Source: an optimization exercise on an open RTL-to-GDS flow (aim: small area and a short achievable clock period). Production flows keep margins and buffers that such runs may drop. Function was checked by simulation only, so behaviour that the tests miss may differ from the original.

==> inputs of run a <==
==> flow/design.v (excerpt) <==
module quire_ecc (
    input  wire         clk,
    input  wire         rst,
    input  wire         enc_in_valid,
    input  wire [127:0] enc_in_data,
    output reg          enc_out_valid,
    output reg  [144:0] enc_out_word,
    input  wire         dec_in_valid,
    input  wire [144:0] dec_in_word,
    output reg          dec_out_valid,
    output reg  [144:0] dec_out_word,
    output reg          dec_out_corr,
    output reg          dec_out_unc
);
    function [3:0] m16;
        input [3:0] a;
        input [3:0] b;
        reg [6:0] r;
        integer k;
        begin
            r = 7'd0;
            for (k = 0; k < 4; k = k + 1)
                if (b[k])
                    r = r ^ ({3'd0, a} << k);
            for (k = 6; k >= 4; k = k - 1)
                if (r[k])
                    r = r ^ (7'b0010011 << (k - 4));
            m16 = r[3:0];
        end
    endfunction
    function [3:0] n3inv;
        input [3:0] a;
        begin
            case (a)
                4'd0: n3inv = 4'd0;
                4'd1: n3inv = 4'd1;
                4'd2: n3inv = 4'd15;
                4'd3: n3inv = 4'd8;
                4'd4: n3inv = 4'd10;
                4'd5: n3inv = 4'd12;
                4'd6: n3inv = 4'd1;
                4'd7: n3inv = 4'd1;
                4'd8: n3inv = 4'd12;
                4'd9: n3inv = 4'd8;
  ...
==> flow/config.mk <==
export PLATFORM = sky130hd
export DESIGN_NAME = quire_ecc
export DESIGN_NICKNAME = quire_ecc
export VERILOG_FILES = /design/flow/design.v
export SDC_FILE = /design/flow/constraint.sdc
export NUM_CORES = 4
export LEC_CHECK = 0
export CAP_MARGIN = 50
export CORE_MARGIN = 2
export CORE_UTILIZATION = 55
export CTS_BUF_LIST = sky130_fd_sc_hd__clkbuf_8
export CTS_CLUSTER_DIAMETER = 50
export CTS_CLUSTER_SIZE = 15
export SLEW_MARGIN = 50
==> flow/constraint.sdc <==
create_clock -name core_clock -period 22.0 [get_ports {clk}]
set_input_delay 4.4000 -clock core_clock [delete_from_list [all_inputs] [get_ports {clk}]]
set_output_delay 4.4000 -clock core_clock [all_outputs]
set_load 0.01 [all_outputs]
standard.sh (not shown) runs the stock make flow with config.mk's settings and CLKGATE_MAP_FILE= SYNTH_SCRIPT=/design/flow/synth_recipe.tcl, a recipe that flattens the netlist after the stock synthesis.
==> flow/flow/run.sh <==
#!/bin/bash
# The standard layout (standard.sh, the standard flow's own ORFS run), with these changes:
#  - synthesis is the standard flow's script (synth_recipe.tcl) unchanged except that
#    yosys's abc maps with flow/abc_area.script (area-oriented mapping, no
#    gate upsizing or buffering; registers are mapped by dfflibmap as before);
#  - the port buffers that ORFS inserts on every input and output are
#    sky130_fd_sc_hd__buf_1 instead of the cell buffer_ports picks by default;
#  - repair_timing aims for a setup slack margin, so that it sizes the
#    critical paths although the design's clock period is met anyway.
# The SDC, clock period and every other step are the standard flow's.
# Each tool's output goes to a log of its own here (synth.log, standard.log)
# and to ORFS's logs under orfs/logs.
set -euo pipefail
W="$(cd "$(dirname "$0")/.." && pwd)"
cd "$W"
export BUFFER_PORTS_ARGS="-buffer_cell sky130_fd_sc_hd__buf_1"
export SETUP_SLACK_MARGIN=16

cat > "$W/flow/synth_area.tcl" <<EOT
proc abc {args} {
  set i [lsearch \$args -script]
  if {\$i >= 0} { lset args [expr {\$i + 1}] $W/flow/abc_area.script }
  yosys abc {*}\$args
}
source $W/synth_recipe.tcl
EOT
sed "s#SYNTH_SCRIPT=[^ ]*#SYNTH_SCRIPT=$W/flow/synth_area.tcl#" standard.sh > "$W/flow/synth_step.sh"
bash "$W/flow/synth_step.sh" synth > synth.log 2>&1
bash standard.sh > standard.log 2>&1
==> flow/flow/abc_area.script <==
strash
dch
map -a
topo
==> run b (differences from run a) <==
--- a/flow/design.v
+++ b/flow/design.v
@@ -769,31 +769,33 @@
     wire sx_t0_11 = sx_c176 ^ sx_c177;
     wire sx_t0_12 = sx_t0_6 ^ sx_t0_7;
     wire sx_t0_13 = sx_t0_8 ^ sx_t0_9;
     wire sx_t0_14 = sx_c112 ^ sx_c192;
     wire sx_t0_15 = sx_c201 ^ sx_t0_10;
     wire sx_t0_16 = sx_t0_11 ^ sx_t0_12;
     wire sx_t0_17 = sx_t0_13 ^ sx_t0_14;
     wire sx_t0_18 = sx_t0_15 ^ sx_t0_16;
+    wire sx_t0_19 = sx_t0_17 ^ sx_t0_18;
     wire sx_t1_0 = dec_in_word[0] ^ dec_in_word[20];
     wire sx_t1_1 = dec_in_word[47] ^ sx_c135;
     wire sx_t1_2 = sx_c136 ^ sx_c28;
     wire sx_t1_3 = sx_c41 ^ sx_c65;
     wire sx_t1_4 = sx_c67 ^ sx_t1_0;
     wire sx_t1_5 = sx_c39 ^ sx_t1_1;
     wire sx_t1_6 = sx_t1_2 ^ sx_t1_3;
     wire sx_t1_7 = sx_t1_4 ^ sx_c108;
     wire sx_t1_8 = sx_c98 ^ sx_t1_5;
     wire sx_t1_9 = sx_t1_6 ^ sx_c111;
     wire sx_t1_10 = sx_c121 ^ sx_c126;
     wire sx_t1_11 = sx_c190 ^ sx_c201;
     wire sx_t1_12 = sx_t1_7 ^ sx_t1_8;
     wire sx_t1_13 = sx_t1_9 ^ sx_t1_10;
     wire sx_t1_14 = sx_t1_11 ^ sx_t1_12;
+    wire sx_t1_15 = sx_t1_13 ^ sx_t1_14;
     wire sx_t2_0 = dec_in_word[115] ^ dec_in_word[134];
     wire sx_t2_1 = dec_in_word[139] ^ dec_in_word[17];
     wire sx_t2_2 = dec_in_word[34] ^ dec_in_word[88];
     wire sx_t2_3 = sx_c136 ^ sx_c14;
     wire sx_t2_4 = sx_c145 ^ sx_c26;
     wire sx_t2_5 = sx_c31 ^ sx_t2_0;
     wire sx_t2_6 = sx_t2_1 ^ sx_t2_2;
     wire sx_t2_7 = sx_c157 ^ sx_c40;
@@ -802,16 +804,17 @@
     wire sx_t2_10 = sx_t2_6 ^ sx_c104;
     wire sx_t2_11 = sx_c96 ^ sx_t2_7;
     wire sx_t2_12 = sx_t2_8 ^ sx_t2_9;
     wire sx_t2_13 = sx_c124 ^ sx_c125;
     wire sx_t2_14 = sx_c188 ^ sx_c193;
     wire sx_t2_15 = sx_t2_10 ^ sx_t2_11;
     wire sx_t2_16 = sx_t2_12 ^ sx_t2_13;
     wire sx_t2_17 = sx_t2_14 ^ sx_t2_15;
+    wire sx_t2_18 = sx_t2_16 ^ sx_t2_17;
     wire sx_t3_0 = dec_in_word[103] ^ dec_in_word[107];
     wire sx_t3_1 = dec_in_word[142] ^ dec_in_word[35];
     wire sx_t3_2 = dec_in_word[54] ^ dec_in_word[68];
     wire sx_t3_3 = dec_in_word[6] ^ dec_in_word[86];
     wire sx_t3_4 = sx_c139 ^ sx_c2;
     wire sx_t3_5 = sx_t3_0 ^ sx_t3_1;
     wire sx_t3_6 = sx_t3_2 ^ sx_t3_3;
     wire sx_t3_7 = sx_c150 ^ sx_c157;
@@ -822,16 +825,17 @@
     wire sx_t3_12 = sx_c81 ^ sx_c95;
     wire sx_t3_13 = sx_t3_7 ^ sx_t3_8;
     wire sx_t3_14 = sx_t3_9 ^ sx_t3_10;
     wire sx_t3_15 = sx_c186 ^ sx_c195;
     wire sx_t3_16 = sx_c196 ^ sx_t3_11;
     wire sx_t3_17 = sx_t3_12 ^ sx_t3_13;
     wire sx_t3_18 = sx_t3_14 ^ sx_t3_15;
     wire sx_t3_19 = sx_t3_16 ^ sx_t3_17;
+    wire sx_t3_20 = sx_t3_18 ^ sx_t3_19;
     wire sx_t4_0 = dec_in_word[102] ^ dec_in_word[111];
     wire sx_t4_1 = dec_in_word[112] ^ dec_in_word[27];
     wire sx_t4_2 = dec_in_word[38] ^ dec_in_word[3];
     wire sx_t4_3 = dec_in_word[76] ^ dec_in_word[84];
     wire sx_t4_4 = sx_c34 ^ sx_t4_0;
     wire sx_t4_5 = sx_t4_1 ^ sx_t4_2;
     wire sx_t4_6 = sx_t4_3 ^ sx_c150;
     wire sx_t4_7 = sx_c166 ^ sx_c169;
@@ -842,16 +846,17 @@
     wire sx_t4_12 = sx_t4_5 ^ sx_t4_6;
     wire sx_t4_13 = sx_t4_7 ^ sx_t4_8;
     wire sx_t4_14 = sx_t4_9 ^ sx_t4_10;
     wire sx_t4_15 = sx_t4_11 ^ sx_c122;
     wire sx_t4_16 = sx_c190 ^ sx_c193;
     wire sx_t4_17 = sx_t4_12 ^ sx_t4_13;
     wire sx_t4_18 = sx_t4_14 ^ sx_t4_15;
     wire sx_t4_19 = sx_t4_16 ^ sx_t4_17;
+    wire sx_t4_20 = sx_t4_18 ^ sx_t4_19;
     wire sx_t5_0 = dec_in_word[106] ^ dec_in_word[110];
     wire sx_t5_1 = dec_in_word[13] ^ dec_in_word[49];
     wire sx_t5_2 = dec_in_word[70] ^ sx_c137;
     wire sx_t5_3 = sx_c138 ^ sx_c139;
     wire sx_t5_4 = sx_c18 ^ sx_c27;
     wire sx_t5_5 = sx_c45 ^ sx_c53;
     wire sx_t5_6 = sx_t5_0 ^ sx_t5_1;
     wire sx_t5_7 = sx_c159 ^ sx_c170;
@@ -863,16 +868,17 @@
     wire sx_t5_13 = sx_t5_7 ^ sx_t5_8;
     wire sx_t5_14 = sx_t5_9 ^ sx_t5_10;
     wire sx_t5_15 = sx_t5_11 ^ sx_c100;
     wire sx_t5_16 = sx_c110 ^ sx_c123;
     wire sx_t5_17 = sx_c200 ^ sx_t5_12;
     wire sx_t5_18 = sx_t5_13 ^ sx_t5_14;
     wire sx_t5_19 = sx_t5_15 ^ sx_t5_16;
     wire sx_t5_20 = sx_t5_17 ^ sx_t5_18;
+    wire sx_t5_21 = sx_t5_19 ^ sx_t5_20;
     wire sx_t6_0 = dec_in_word[133] ^ dec_in_word[39];
     wire sx_t6_1 = dec_in_word[60] ^ dec_in_word[64];
     wire sx_t6_2 = dec_in_word[83] ^ dec_in_word[8];
     wire sx_t6_3 = dec_in_word[94] ^ dec_in_word[97];
     wire sx_t6_4 = sx_c141 ^ sx_c142;
     wire sx_t6_5 = sx_t6_0 ^ sx_t6_1;
     wire sx_t6_6 = sx_t6_2 ^ sx_t6_3;
     wire sx_t6_7 = sx_c172 ^ sx_c62;
@@ -881,16 +887,17 @@
     wire sx_t6_10 = sx_c179 ^ sx_c83;
     wire sx_t6_11 = sx_c97 ^ sx_t6_7;
     wire sx_t6_12 = sx_t6_8 ^ sx_t6_9;
     wire sx_t6_13 = sx_c112 ^ sx_c188;
     wire sx_t6_14 = sx_c189 ^ sx_c196;
     wire sx_t6_15 = sx_t6_10 ^ sx_t6_11;
     wire sx_t6_16 = sx_t6_12 ^ sx_t6_13;
     wire sx_t6_17 = sx_t6_14 ^ sx_t6_15;
+    wire sx_t6_18 = sx_t6_16 ^ sx_t6_17;
     wire sx_t7_0 = dec_in_word[117] ^ dec_in_word[126];
     wire sx_t7_1 = dec_in_word[17] ^ dec_in_word[26];
     wire sx_t7_2 = dec_in_word[42] ^ dec_in_word[5];
     wire sx_t7_3 = dec_in_word[63] ^ dec_in_word[65];
     wire sx_t7_4 = dec_in_word[73] ^ dec_in_word[77];
     wire sx_t7_5 = sx_c135 ^ sx_c138;
     wire sx_t7_6 = sx_c32 ^ sx_c52;
     wire sx_t7_7 = sx_c69 ^ sx_t7_0;
@@ -901,59 +908,63 @@
     wire sx_t7_12 = sx_t7_7 ^ sx_t7_8;
     wire sx_t7_13 = sx_t7_9 ^ sx_c106;
     wire sx_t7_14 = sx_t7_10 ^ sx_t7_11;
     wire sx_t7_15 = sx_t7_12 ^ sx_c109;
     wire sx_t7_16 = sx_c125 ^ sx_c186;
     wire sx_t7_17 = sx_c197 ^ sx_t7_13;
     wire sx_t7_18 = sx_t7_14 ^ sx_t7_15;
     wire sx_t7_19 = sx_t7_16 ^ sx_t7_17;
+    wire sx_t7_20 = sx_t7_18 ^ sx_t7_19;
     wire sx_t8_0 = dec_in_word[114] ^ dec_in_word[23];
     wire sx_t8_1 = dec_in_word[53] ^ dec_in_word[59];
     wire sx_t8_2 = dec_in_word[93] ^ sx_c19;
     wire sx_t8_3 = sx_c41 ^ sx_c66;
     wire sx_t8_4 = sx_t8_0 ^ sx_t8_1;
     wire sx_t8_5 = sx_c166 ^ sx_c56;
     wire sx_t8_6 = sx_t8_2 ^ sx_t8_3;
     wire sx_t8_7 = sx_t8_4 ^ sx_c184;
     wire sx_t8_8 = sx_c99 ^ sx_t8_5;
     wire sx_t8_9 = sx_t8_6 ^ sx_c111;
     wire sx_t8_10 = sx_c185 ^ sx_c198;
     wire sx_t8_11 = sx_c199 ^ sx_t8_7;
     wire sx_t8_12 = sx_t8_8 ^ sx_t8_9;
     wire sx_t8_13 = sx_t8_10 ^ sx_t8_11;
+    wire sx_t8_14 = sx_t8_12 ^ sx_t8_13;
     wire sx_t9_0 = dec_in_word[124] ^ dec_in_word[129];
     wire sx_t9_1 = dec_in_word[140] ^ dec_in_word[68];
     wire sx_t9_2 = sx_c137 ^ sx_c32;
     wire sx_t9_3 = sx_c42 ^ sx_c7;
     wire sx_t9_4 = sx_t9_0 ^ sx_t9_1;
     wire sx_t9_5 = sx_c102 ^ sx_c164;
     wire sx_t9_6 = sx_c86 ^ sx_t9_2;
     wire sx_t9_7 = sx_t9_3 ^ sx_t9_4;
     wire sx_t9_8 = sx_c182 ^ sx_c183;
     wire sx_t9_9 = sx_c79 ^ sx_t9_5;
     wire sx_t9_10 = sx_t9_6 ^ sx_t9_7;
     wire sx_t9_11 = sx_c110 ^ sx_c191;
     wire sx_t9_12 = sx_c194 ^ sx_c199;
     wire sx_t9_13 = sx_t9_8 ^ sx_t9_9;
     wire sx_t9_14 = sx_t9_10 ^ sx_t9_11;
     wire sx_t9_15 = sx_t9_12 ^ sx_t9_13;
+    wire sx_t9_16 = sx_t9_14 ^ sx_t9_15;
     wire sx_t10_0 = dec_in_word[135] ^ dec_in_word[40];
     wire sx_t10_1 = dec_in_word[47] ^ dec_in_word[52];
     wire sx_t10_2 = sx_c133 ^ sx_c141;
     wire sx_t10_3 = sx_c68 ^ sx_t10_0;
     wire sx_t10_4 = sx_t10_1 ^ sx_c167;
     wire sx_t10_5 = sx_c24 ^ sx_t10_2;
     wire sx_t10_6 = sx_t10_3 ^ sx_c104;
     wire sx_t10_7 = sx_c181 ^ sx_t10_4;
     wire sx_t10_8 = sx_t10_5 ^ sx_c109;
     wire sx_t10_9 = sx_c120 ^ sx_c189;
     wire sx_t10_10 = sx_c194 ^ sx_t10_6;
     wire sx_t10_11 = sx_t10_7 ^ sx_t10_8;
     wire sx_t10_12 = sx_t10_9 ^ sx_t10_10;
+    wire sx_t10_13 = sx_t10_11 ^ sx_t10_12;
     wire sx_t11_0 = dec_in_word[108] ^ dec_in_word[109];
     wire sx_t11_1 = dec_in_word[127] ^ dec_in_word[12];
     wire sx_t11_2 = dec_in_word[131] ^ dec_in_word[30];
     wire sx_t11_3 = dec_in_word[53] ^ dec_in_word[55];
     wire sx_t11_4 = dec_in_word[90] ^ sx_c142;
     wire sx_t11_5 = sx_c29 ^ sx_c33;
     wire sx_t11_6 = sx_c6 ^ sx_t11_0;
     wire sx_t11_7 = sx_t11_1 ^ sx_t11_2;
@@ -966,44 +977,47 @@
     wire sx_t11_14 = sx_t11_8 ^ sx_t11_9;
     wire sx_t11_15 = sx_t11_10 ^ sx_t11_11;
     wire sx_t11_16 = sx_c121 ^ sx_c123;
     wire sx_t11_17 = sx_c124 ^ sx_c191;
     wire sx_t11_18 = sx_t11_12 ^ sx_t11_13;
     wire sx_t11_19 = sx_t11_14 ^ sx_t11_15;
     wire sx_t11_20 = sx_t11_16 ^ sx_t11_17;
     wire sx_t11_21 = sx_t11_18 ^ sx_t11_19;
+    wire sx_t11_22 = sx_t11_20 ^ sx_t11_21;
     wire sx_t12_0 = dec_in_word[117] ^ dec_in_word[54];
     wire sx_t12_1 = dec_in_word[57] ^ dec_in_word[60];
     wire sx_t12_2 = dec_in_word[72] ^ dec_in_word[76];
     wire sx_t12_3 = sx_c101 ^ sx_c145;
     wire sx_t12_4 = sx_c44 ^ sx_c47;
     wire sx_t12_5 = sx_c72 ^ sx_t12_0;
     wire sx_t12_6 = sx_t12_1 ^ sx_t12_2;
     wire sx_t12_7 = sx_c87 ^ sx_t12_3;
     wire sx_t12_8 = sx_t12_4 ^ sx_t12_5;
     wire sx_t12_9 = sx_t12_6 ^ sx_c103;
     wire sx_t12_10 = sx_c182 ^ sx_c98;
     wire sx_t12_11 = sx_t12_7 ^ sx_t12_8;
     wire sx_t12_12 = sx_c110 ^ sx_c112;
     wire sx_t12_13 = sx_c120 ^ sx_t12_9;
     wire sx_t12_14 = sx_t12_10 ^ sx_t12_11;
     wire sx_t12_15 = sx_t12_12 ^ sx_t12_13;
+    wire sx_t12_16 = sx_t12_14 ^ sx_t12_15;
     wire sx_t13_0 = dec_in_word[43] ^ sx_c21;
     wire sx_t13_1 = sx_c4 ^ sx_c46;
     wire sx_t13_2 = sx_c160 ^ sx_c165;
     wire sx_t13_3 = sx_c58 ^ sx_c87;
     wire sx_t13_4 = sx_t13_0 ^ sx_t13_1;
     wire sx_t13_5 = sx_c173 ^ sx_t13_2;
     wire sx_t13_6 = sx_t13_3 ^ sx_t13_4;
     wire sx_t13_7 = sx_c100 ^ sx_c109;
     wire sx_t13_8 = sx_c192 ^ sx_c197;
     wire sx_t13_9 = sx_c198 ^ sx_t13_5;
     wire sx_t13_10 = sx_t13_6 ^ sx_t13_7;
     wire sx_t13_11 = sx_t13_8 ^ sx_t13_9;
+    wire sx_t13_12 = sx_t13_10 ^ sx_t13_11;
     wire sx_t14_0 = dec_in_word[11] ^ dec_in_word[125];
     wire sx_t14_1 = dec_in_word[16] ^ dec_in_word[32];
     wire sx_t14_2 = dec_in_word[87] ^ sx_c15;
     wire sx_t14_3 = sx_c52 ^ sx_t14_0;
     wire sx_t14_4 = sx_t14_1 ^ sx_c154;
     wire sx_t14_5 = sx_c159 ^ sx_c164;
     wire sx_t14_6 = sx_c40 ^ sx_c60;
     wire sx_t14_7 = sx_c61 ^ sx_c85;
@@ -1011,29 +1025,31 @@
     wire sx_t14_9 = sx_c176 ^ sx_c179;
     wire sx_t14_10 = sx_c181 ^ sx_t14_4;
     wire sx_t14_11 = sx_t14_5 ^ sx_t14_6;
     wire sx_t14_12 = sx_t14_7 ^ sx_t14_8;
     wire sx_t14_13 = sx_c100 ^ sx_c120;
     wire sx_t14_14 = sx_t14_9 ^ sx_t14_10;
     wire sx_t14_15 = sx_t14_11 ^ sx_t14_12;
     wire sx_t14_16 = sx_t14_13 ^ sx_t14_14;
+    wire sx_t14_17 = sx_t14_15 ^ sx_t14_16;
     wire sx_t15_0 = dec_in_word[114] ^ dec_in_word[4];
     wire sx_t15_1 = sx_c133 ^ sx_t15_0;
     wire sx_t15_2 = sx_c165 ^ sx_c169;
     wire sx_t15_3 = sx_c75 ^ sx_t15_1;
     wire sx_t15_4 = sx_c183 ^ sx_c63;
     wire sx_t15_5 = sx_t15_2 ^ sx_t15_3;
     wire sx_t15_6 = sx_c100 ^ sx_c111;
     wire sx_t15_7 = sx_c122 ^ sx_c126;
     wire sx_t15_8 = sx_c187 ^ sx_c195;
     wire sx_t15_9 = sx_c200 ^ sx_t15_4;
     wire sx_t15_10 = sx_t15_5 ^ sx_t15_6;
     wire sx_t15_11 = sx_t15_7 ^ sx_t15_8;
     wire sx_t15_12 = sx_t15_9 ^ sx_t15_10;
+    wire sx_t15_13 = sx_t15_11 ^ sx_t15_12;
     wire sx_t16_0 = dec_in_word[144] ^ sx_c114;
     wire sx_t16_1 = sx_t16_0 ^ sx_c103;
     wire sx_t16_2 = sx_c118 ^ sx_c119;
     wire sx_t16_3 = sx_c99 ^ sx_c100;
     wire sx_t16_4 = sx_c109 ^ sx_c110;
     wire sx_t16_5 = sx_c111 ^ sx_c112;
     wire sx_t16_6 = sx_c121 ^ sx_c122;
     wire sx_t16_7 = sx_c123 ^ sx_c124;
@@ -1041,35 +1057,35 @@
     wire sx_t16_9 = sx_c185 ^ sx_c187;
     wire sx_t16_10 = sx_t16_1 ^ sx_t16_2;
     wire sx_t16_11 = sx_t16_3 ^ sx_t16_4;
     wire sx_t16_12 = sx_t16_5 ^ sx_t16_6;
     wire sx_t16_13 = sx_t16_7 ^ sx_t16_8;
     wire sx_t16_14 = sx_t16_9 ^ sx_t16_10;
     wire sx_t16_15 = sx_t16_11 ^ sx_t16_12;
     wire sx_t16_16 = sx_t16_13 ^ sx_t16_14;
-    wire [16:0] a_pa = {sx_t16_15, sx_t15_11, sx_t14_15, sx_t13_10, sx_t12_14, sx_t11_20, sx_t10_11, sx_t9_14, sx_t8_12, sx_t7_18, sx_t6_16, sx_t5_19, sx_t4_18, sx_t3_18, sx_t2_16, sx_t1_13, sx_t0_17};
-    wire [16:0] a_pb = {sx_t16_16, sx_t15_12, sx_t14_16, sx_t13_11, sx_t12_15, sx_t11_21, sx_t10_12, sx_t9_15, sx_t8_13, sx_t7_19, sx_t6_17, sx_t5_20, sx_t4_19, sx_t3_19, sx_t2_17, sx_t1_14, sx_t0_18};
+    wire sx_t16_17 = sx_t16_15 ^ sx_t16_16;
+    wire [7:0] a_s1  = {sx_t7_20, sx_t6_18, sx_t5_21, sx_t4_20, sx_t3_20, sx_t2_18, sx_t1_15, sx_t0_19};
+    wire [7:0] a_s3  = {sx_t15_13, sx_t14_17, sx_t13_12, sx_t12_16, sx_t11_22, sx_t10_13, sx_t9_16, sx_t8_14};
+    wire       a_par = sx_t16_17;
     reg         r1_v;
     reg [144:0] r1_w;
-    reg [16:0]  r1_pa;
-    reg [16:0]  r1_pb;
+    reg [7:0]   r1_s1;
+    reg [7:0]   r1_s3;
+    reg         r1_par;
     always @(posedge clk) begin
         if (rst)
             r1_v <= 1'b0;
         else
             r1_v <= dec_in_valid;
-        r1_w  <= dec_in_word;
-        r1_pa <= a_pa;
-        r1_pb <= a_pb;
+        r1_w   <= dec_in_word;
+        r1_s1  <= a_s1;
+        r1_s3  <= a_s3;
+        r1_par <= a_par;
     end
-    wire [16:0] r1_syn = r1_pa ^ r1_pb;
-    wire [7:0]  r1_s1  = r1_syn[7:0];
-    wire [7:0]  r1_s3  = r1_syn[15:8];
-    wire        r1_par = r1_syn[16];
     wire [7:0] b_q  = tmul(tsq(r1_s1), r1_s1);                   
     wire [7:0] b_t  = tmul(r1_s3, {b_q[7:4], b_q[3:0] ^ b_q[7:4]});
     wire [3:0] b_k  = n3inv(tnorm(r1_s1));                       
     wire [7:0] b_c  = {m16(b_t[7:4], b_k), m16(b_t[3:0], b_k)} ^ 8'd1;   
     wire       b_s1nz = |r1_s1;
     reg         r2_v;
     reg [144:0] r2_w;
     reg [7:0]   r2_s1;
@@ -1087,20 +1103,24 @@
         r2_c    <= b_c;
         r2_zero <= ~b_s1nz & ~(|r1_s3);      
         r2_s1nz <= b_s1nz;
         r2_par  <= r1_par;
     end
     wire [7:0] c_y  = {r2_c[5] ^ r2_c[6], r2_c[4], r2_c[4] ^ r2_c[5], r2_c[3] ^ r2_c[4] ^ r2_c[5] ^ r2_c[6], r2_c[1] ^ r2_c[2] ^ r2_c[4] ^ r2_c[5] ^ r2_c[6], r2_c[0] ^ r2_c[4], r2_c[0] ^ r2_c[1] ^ r2_c[4] ^ r2_c[6], 1'b0};
     wire [7:0] c_x1 = tmul(r2_s1, c_y);
     wire [7:0] c_x2 = c_x1 ^ r2_s1;
+    wire       c_tr = ^(r2_c & 8'd128);                    
     wire       c_one  = r2_s1nz & ~(|r2_c);                
-    wire       c_two  = r2_s1nz & (|r2_c) & ~r2_par;       
-    wire c_en1 = c_two;
-    wire c_en2 = c_two | c_one;
+    wire       c_two  = r2_s1nz & (|r2_c) & ~c_tr & ~r2_par;  
+    localparam [255:0] POS = 256'hfb6a379b3e603b16892cfa2342a27cf5af77fa4eb4719aeffba33a4be44e45be;    
+    wire c_in1 = POS[c_x1];
+    wire c_in2 = POS[c_x2];
+    wire c_en1 = c_two & c_in1 & c_in2;
+    wire c_en2 = c_en1 | c_one;
     wire c_par = r2_zero & r2_par;               
     wire [15:0] c_h1, c_l1, c_h2, c_l2;
     genvar gi;
     generate
         for (gi = 0; gi < 16; gi = gi + 1) begin : g_pre
             assign c_h1[gi] = c_en1 & (c_x1[7:4] == gi);
             assign c_l1[gi] = (c_x1[3:0] == gi);
             assign c_h2[gi] = c_en2 & (c_x2[7:4] == gi);
@@ -1247,18 +1267,18 @@
     assign c_flip[136] = (c_h1[5] & c_l1[0]) | (c_h2[5] & c_l2[0]);
     assign c_flip[137] = (c_h1[15] & c_l1[15]) | (c_h2[15] & c_l2[15]);
     assign c_flip[138] = (c_h1[15] & c_l1[13]) | (c_h2[15] & c_l2[13]);
     assign c_flip[139] = (c_h1[11] & c_l1[15]) | (c_h2[11] & c_l2[15]);
     assign c_flip[140] = (c_h1[3] & c_l1[1]) | (c_h2[3] & c_l2[1]);
     assign c_flip[141] = (c_h1[7] & c_l1[4]) | (c_h2[7] & c_l2[4]);
     assign c_flip[142] = (c_h1[1] & c_l1[13]) | (c_h2[1] & c_l2[13]);
     assign c_flip[143] = (c_h1[10] & c_l1[14]) | (c_h2[10] & c_l2[14]);
-    assign c_flip[144] = c_par | (c_one & ~r2_par);
-    wire c_corr = c_par | c_one | c_two;
+    assign c_flip[144] = c_par | (c_one & c_in2 & ~r2_par);
+    wire c_corr = c_par | (c_one & c_in2) | c_en1;
     always @(posedge clk) begin
         if (rst)
             dec_out_valid <= 1'b0;
         else
             dec_out_valid <= r2_v;
         dec_out_word <= r2_w ^ c_flip;
         dec_out_corr <= c_corr;
         dec_out_unc  <= ~r2_zero & ~c_corr;
==> flow/config.mk (replaced) <==
export PLATFORM = sky130hd
export DESIGN_NAME = quire_ecc
export DESIGN_NICKNAME = quire_ecc
export VERILOG_FILES = /design/flow/design.v
export SDC_FILE = /design/flow/constraint.sdc
export NUM_CORES = 4
export LEC_CHECK = 0
export CAP_MARGIN = 50
export CORE_MARGIN = 2
export CORE_UTILIZATION = 62
export CTS_BUF_LIST = sky130_fd_sc_hd__clkbuf_8
export CTS_CLUSTER_DIAMETER = 50
export CTS_CLUSTER_SIZE = 15
export SLEW_MARGIN = 50
==> qor summary <==
                                                                                               run a                    run b
Horizontal die dimension                                                                      230 um                   218 um
FF+latch count, synth                                                                            639                      622
Reg-to-reg startpoint                                                                       r1_pa[6]                  r2_c[0]
Total via count after detailed routing                                                         22700                    25000
Worst setup margin                                                                          15.93 ns                 15.84 ns
Worst Hold Path EP                                                                          r2_w[86]                 r2_w[38]
Total Nets Final                                                                                3742                     3894
Share of synthesized cell area in full adder, half adder and majority cells                   0.536%                   0.969%
Gp weighted congestion                                                                          1.04                     1.10
Run status                                                                   complete, no violations  complete, no violations
CTS Sinks                                                                                        639                      622
Required time at the worst-slack endpoint                                                   22.64 ns                 22.61 ns

[static timing again, ports no longer ideal]
The results above use ideal ports. As a check the final layouts listed here were re-extracted and re-timed, cells and wires unchanged. Step 1 assumes that a clkbuf_16 drives the clock port and a buf_2 every other input. Step 2 times the ports against the registers' clock, not the clock port: input delays grow and output delays shrink by t, the midpoint of the rising clock arrivals with the driver on. Slacks: ideal ports / drivers / drivers and shift; pairs: ideal ports / drivers.
run	shift t [ns]	slack for setup (ns)	worst setup path after step 2	clock arrival spread, ns
run a	0.794	15.929 / 15.964 / 15.170	input to register	0.086 / 0.086
run b	0.810	15.841 / 15.865 / 15.054	input to register	0.109 / 0.109
After both steps setup and hold are still met in every run listed. The setup slack of run b, which loses most, moves by +0.024 ns with the drivers and by -0.787 ns with both steps.
